Context: an optimization exercise on an open-source flow, tuned for small area and a short achievable clock period. The choices shown serve that exercise and are no tape-out recipe.
Only simulation tests tie the RTL to the original design; equivalence was not proved.
No activity file was given, so power comes from the tool's default toggle rates.

Setup of lane 1:
Design til_lane_unit, start of the top module:
module til_lane_unit #(
    parameter LANES = 4
) (
    input                    clk,
    input                    rst,
    input                    issue,
    input  [35:0]            instr,
    input  [LANES*18-1:0]    opa,
    input  [LANES*18-1:0]    opb,
    input  [LANES-1:0]       a_end,
    input  [LANES-1:0]       assigned,
    input                    batch_start,
    input                    flag_clr,
    output [LANES-1:0]       wr_en,
    output [LANES*18-1:0]    wr_data,
    output [LANES-1:0]       pred,
    output [LANES*4-1:0]     flags,
    output reg               trap,
    output reg [3:0]         trap_code
);
Size in the first run: about 290 I/O pins, about 94000 um2 of cells after synthesis.
Settings: LEC_CHECK=0, ABC_AREA=1, CAP_MARGIN=20, CORE_MARGIN=2, CORE_UTILIZATION=35, PLACE_DENSITY=0.42, SLEW_MARGIN=20, SYNTH_HIERARCHICAL=1; clock period 18.0 ns.
standard.sh (not shown) runs the stock make flow with config.mk's settings and CLKGATE_MAP_FILE= SYNTH_SCRIPT=/design/flow/synth_recipe.tcl, a recipe that flattens the netlist after the stock synthesis.
==> flow/flow/run.sh <==
#!/bin/bash
# Layout flow: the standard ORFS flow (standard.sh, standard synthesis
# unchanged) with three changes.
#  - SETUP_SLACK_MARGIN=9: repair_timing is asked for more setup slack than
#    the 18 ns constraint needs, so that it keeps shortening the worst path.
#  - TNS_END_PERCENT=0: it works on the worst endpoint only.
#  - BUFFER_PORTS_ARGS: every input and output port still gets its own
#    buffer, but a buf_2 rather than the default clkdlybuf4s50_1 delay cell.
# make's output goes to flow.log; each ORFS step writes its own log under
# orfs/logs/.
set -euo pipefail
bash standard.sh SETUP_SLACK_MARGIN=9 TNS_END_PERCENT=0 \
    'BUFFER_PORTS_ARGS=-buffer_cell sky130_fd_sc_hd__buf_2' finish > flow.log 2>&1
> inputs changed (lane 1 -> lane 2)
--- a/flow/design.v
+++ b/flow/design.v
@@ -27,31 +27,31 @@
     wire bg     = !(opc[2] | (opc[1] & opc[0]));
     wire ten    = !bg;
     wire accen  = !opc[1] | opc[2];
     wire tsl    = ten & !bfld[5];
     wire tsh    = ten &  bfld[5];
     wire opc0   = opc[0];
     wire acc_grp = (opc[5:2] == 4'b0100) | (opc == 6'h14);
     wire acc_ld  = opc[2] | (opc[1] & opc[0]);
     wire accw    = take_dz & acc_grp & !(acc_ld & ld_bad);
-    wire [19:0] xm = {{2{v[1] & a[17]}}, a};
+    wire [19:0] xm = {{2{v[1] & a[17]}}, a} & {20{bg}};
     wire [20:0] y  = {{2{v[0] & b[17]}}, b, 1'b0};
     wire [19:0] pp [0:9];
     wire [9:0]  bneg;
     wire [9:0]  ppc;
     genvar i, j;
     generate
         for (i = 0; i < 10; i = i + 1) begin : g_booth
             wire y2 = y[2*i+2];
             wire y1 = y[2*i+1];
             wire y0 = y[2*i];
-            wire one = (y1 ^ y0) & bg;
-            wire two = ((y2 & ~y1 & ~y0) | (~y2 & y1 & y0)) & bg;
+            wire one = y1 ^ y0;
+            wire two = (y2 & ~y1 & ~y0) | (~y2 & y1 & y0);
             assign bneg[i] = y2 ^ opc0;
             assign pp[i][0] = (one & xm[0]) ^ bneg[i];
             for (j = 1; j < 20; j = j + 1) begin : g_pp
                 assign pp[i][j] = ((one & xm[j]) | (two & xm[j-1])) ^ bneg[i];
             end
             assign ppc[i] = ((one & xm[19]) | (two & xm[18])) ^ !bneg[i];
         end
     endgenerate
     wire [18:0] xt   = {a[17] & (v[0] | v[1]), a};
@@ -579,21 +579,36 @@
     til_fa u_fs219 (.a(hc28), .b(hs29), .c(trow[39]), .s(fs219), .co(fc219));
     wire fs220, fc220;
     til_fa u_fs220 (.a(hc29), .b(hs30), .c(trow[40]), .s(fs220), .co(fc220));
     wire fs221, fc221;
     til_fa u_fs221 (.a(accrn[41]), .b(hc30), .c(trow[41]), .s(fs221), .co(fc221));
     wire [43:0] tsum = {1'b1, fc221, fc220, fc219, fc218, fc217, fc216, fc215, fc214, fc213, fc212, fc211, fc210, fc209, fc208, fc207, fc206, fc205, fc204, fc203, fc202, fc201, fc200, fc199, fc198, fc197, fc196, fc195, fc194, fc193, fc192, fc191, fc190, fc189, fc188, fc187, fc186, fc185, fc184, fc183, fc182, fc181, hc31, trow[0]};
     wire [43:0] tcar = {1'b0, trown42, fs221, fs220, fs219, fs218, fs217, fs216, fs215, fs214, fs213, fs212, fs211, fs210, fs209, fs208, fs207, fs206, fs205, fs204, fs203, fs202, fs201, fs200, fs199, fs198, fs197, fs196, fs195, fs194, fs193, fs192, fs191, fs190, fs189, fs188, fs187, fs186, fs185, fs184, fs183, fs182, fs181, hs31};
     wire [43:0] cg0 = tsum & tcar;
     wire [43:0] cp0 = tsum ^ tcar;
-    wire [42:0] cgo;
-    til_pfx u_pfx (.g(cg0[42:0]), .p(cp0[42:0]), .c(cgo));
-    wire [43:0] ccar = {cgo, 1'b0};               
+    wire [43:0] cg [0:6];
+    wire [43:0] cp [0:6];
+    assign cg[0] = cg0;
+    assign cp[0] = cp0;
+    generate
+        for (i = 0; i < 6; i = i + 1) begin : g_pfx
+            for (j = 0; j < 44; j = j + 1) begin : g_bit
+                if ((j >> i) & 1) begin : g_op
+                    assign cg[i+1][j] = cg[i][j] | (cp[i][j] & cg[i][((j >> i) << i) - 1]);
+                    assign cp[i+1][j] = cp[i][j] & cp[i][((j >> i) << i) - 1];
+                end else begin : g_pass
+                    assign cg[i+1][j] = cg[i][j];
+                    assign cp[i+1][j] = cp[i][j];
+                end
+            end
+        end
+    endgenerate
+    wire [43:0] ccar = {cg[6][42:0], 1'b0};        
     wire [43:0] ssum = cp0 ^ ccar;
     wire [2:0]  top0 = tsum[43:41] + tcar[43:41];
     wire [2:0]  top1 = tsum[43:41] + tcar[43:41] + 3'd1;
     wire        ovf0 = !(top0 == 3'b000 || top0 == 3'b111);
     wire        ovf1 = !(top1 == 3'b000 || top1 == 3'b111);
     wire        ovf  = ccar[41] ? ovf1 : ovf0;
     wire        big  = ctl[3] & unfit;
     wire        sat_acc = ovf | big;
     wire        sat_neg = big ? xt[18] : ssum[43];
@@ -746,43 +761,18 @@
 module til_ha (
     input  a,
     input  b,
     output s,
     output co
 );
     assign s  = a ^ b;
     assign co = a & b;
 endmodule
-module til_pfx (
-    input  [42:0] g,
-    input  [42:0] p,
-    output [42:0] c
-);
-    genvar i, j;
-    wire [42:0] cg [0:6];
-    wire [42:0] cp [0:6];
-    assign cg[0] = g;
-    assign cp[0] = p;
-    generate
-        for (i = 0; i < 6; i = i + 1) begin : g_pfx
-            for (j = 0; j < 43; j = j + 1) begin : g_bit
-                if ((j >> i) & 1) begin : g_op
-                    assign cg[i+1][j] = cg[i][j] | (cp[i][j] & cg[i][((j >> i) << i) - 1]);
-                    assign cp[i+1][j] = cp[i][j] & cp[i][((j >> i) << i) - 1];
-                end else begin : g_pass
-                    assign cg[i+1][j] = cg[i][j];
-                    assign cp[i+1][j] = cp[i][j];
-                end
-            end
-        end
-    endgenerate
-    assign c = cg[6];
-endmodule
 module til_lane_unit #(
     parameter LANES = 4
 ) (
     input                    clk,
     input                    rst,
     input                    issue,
     input  [35:0]            instr,
     input  [LANES*18-1:0]    opa,
     input  [LANES*18-1:0]    opb,
## What came out
- The final layouts of lane 2 and lane 1 pass the timing, design-rule and antenna checks.
- Lane 2 gives less detailed router's first-iteration violation count than lane 1 did.
- Lane 2 against lane 1: reported clock group power rose by about 10%; clock-buffer cell count rose by 13.
- Against lane 1, lane 2 comes in 1.0% lower on well tap count.
- | number of cells in the design after placement | lane 2 vs lane 1 | 3.3% lower |
- From lane 1 to lane 2 the numbers moved as follows: final-layout clock-cell area share has increased, total power after layout has decreased, initial core utilization has remained practically unchanged, internal power has decreased, design area has decreased.
- Horizontal die dimension in lane 2 is 1.1% lower than in lane 1
- Comparing the two runs side by side, lane 2 comes out ahead of lane 1 on worst setup slack.

-- static timing again, ports no longer ideal --
Ports are ideal in the flow. The routed layouts listed here were re-timed in OpenROAD. Step 1, drivers: a clkbuf_16 drives clk and a buf_2 each remaining input, both assumed. Step 2, shift: input delay + t, output delay - t, t = (earliest + latest rising clock arrival at the registers) / 2. This alone moves slack from input paths to output paths. Three values: ideal ports, drivers, drivers and shift; two values: the first two.
run | shift t [ns] | slack for setup (ns) | clock arrival spread, ns
lane 1 | 0.855 | 8.764 / 8.749 / 7.895 | 0.056 / 0.055
lane 2 | 0.885 | 8.782 / 8.777 / 7.891 | 0.067 / 0.067
After both steps setup and hold are still met in every run listed. For lane 2, which loses most, drivers alone change the setup slack by -0.005 ns; drivers and shift together by -0.891 ns.
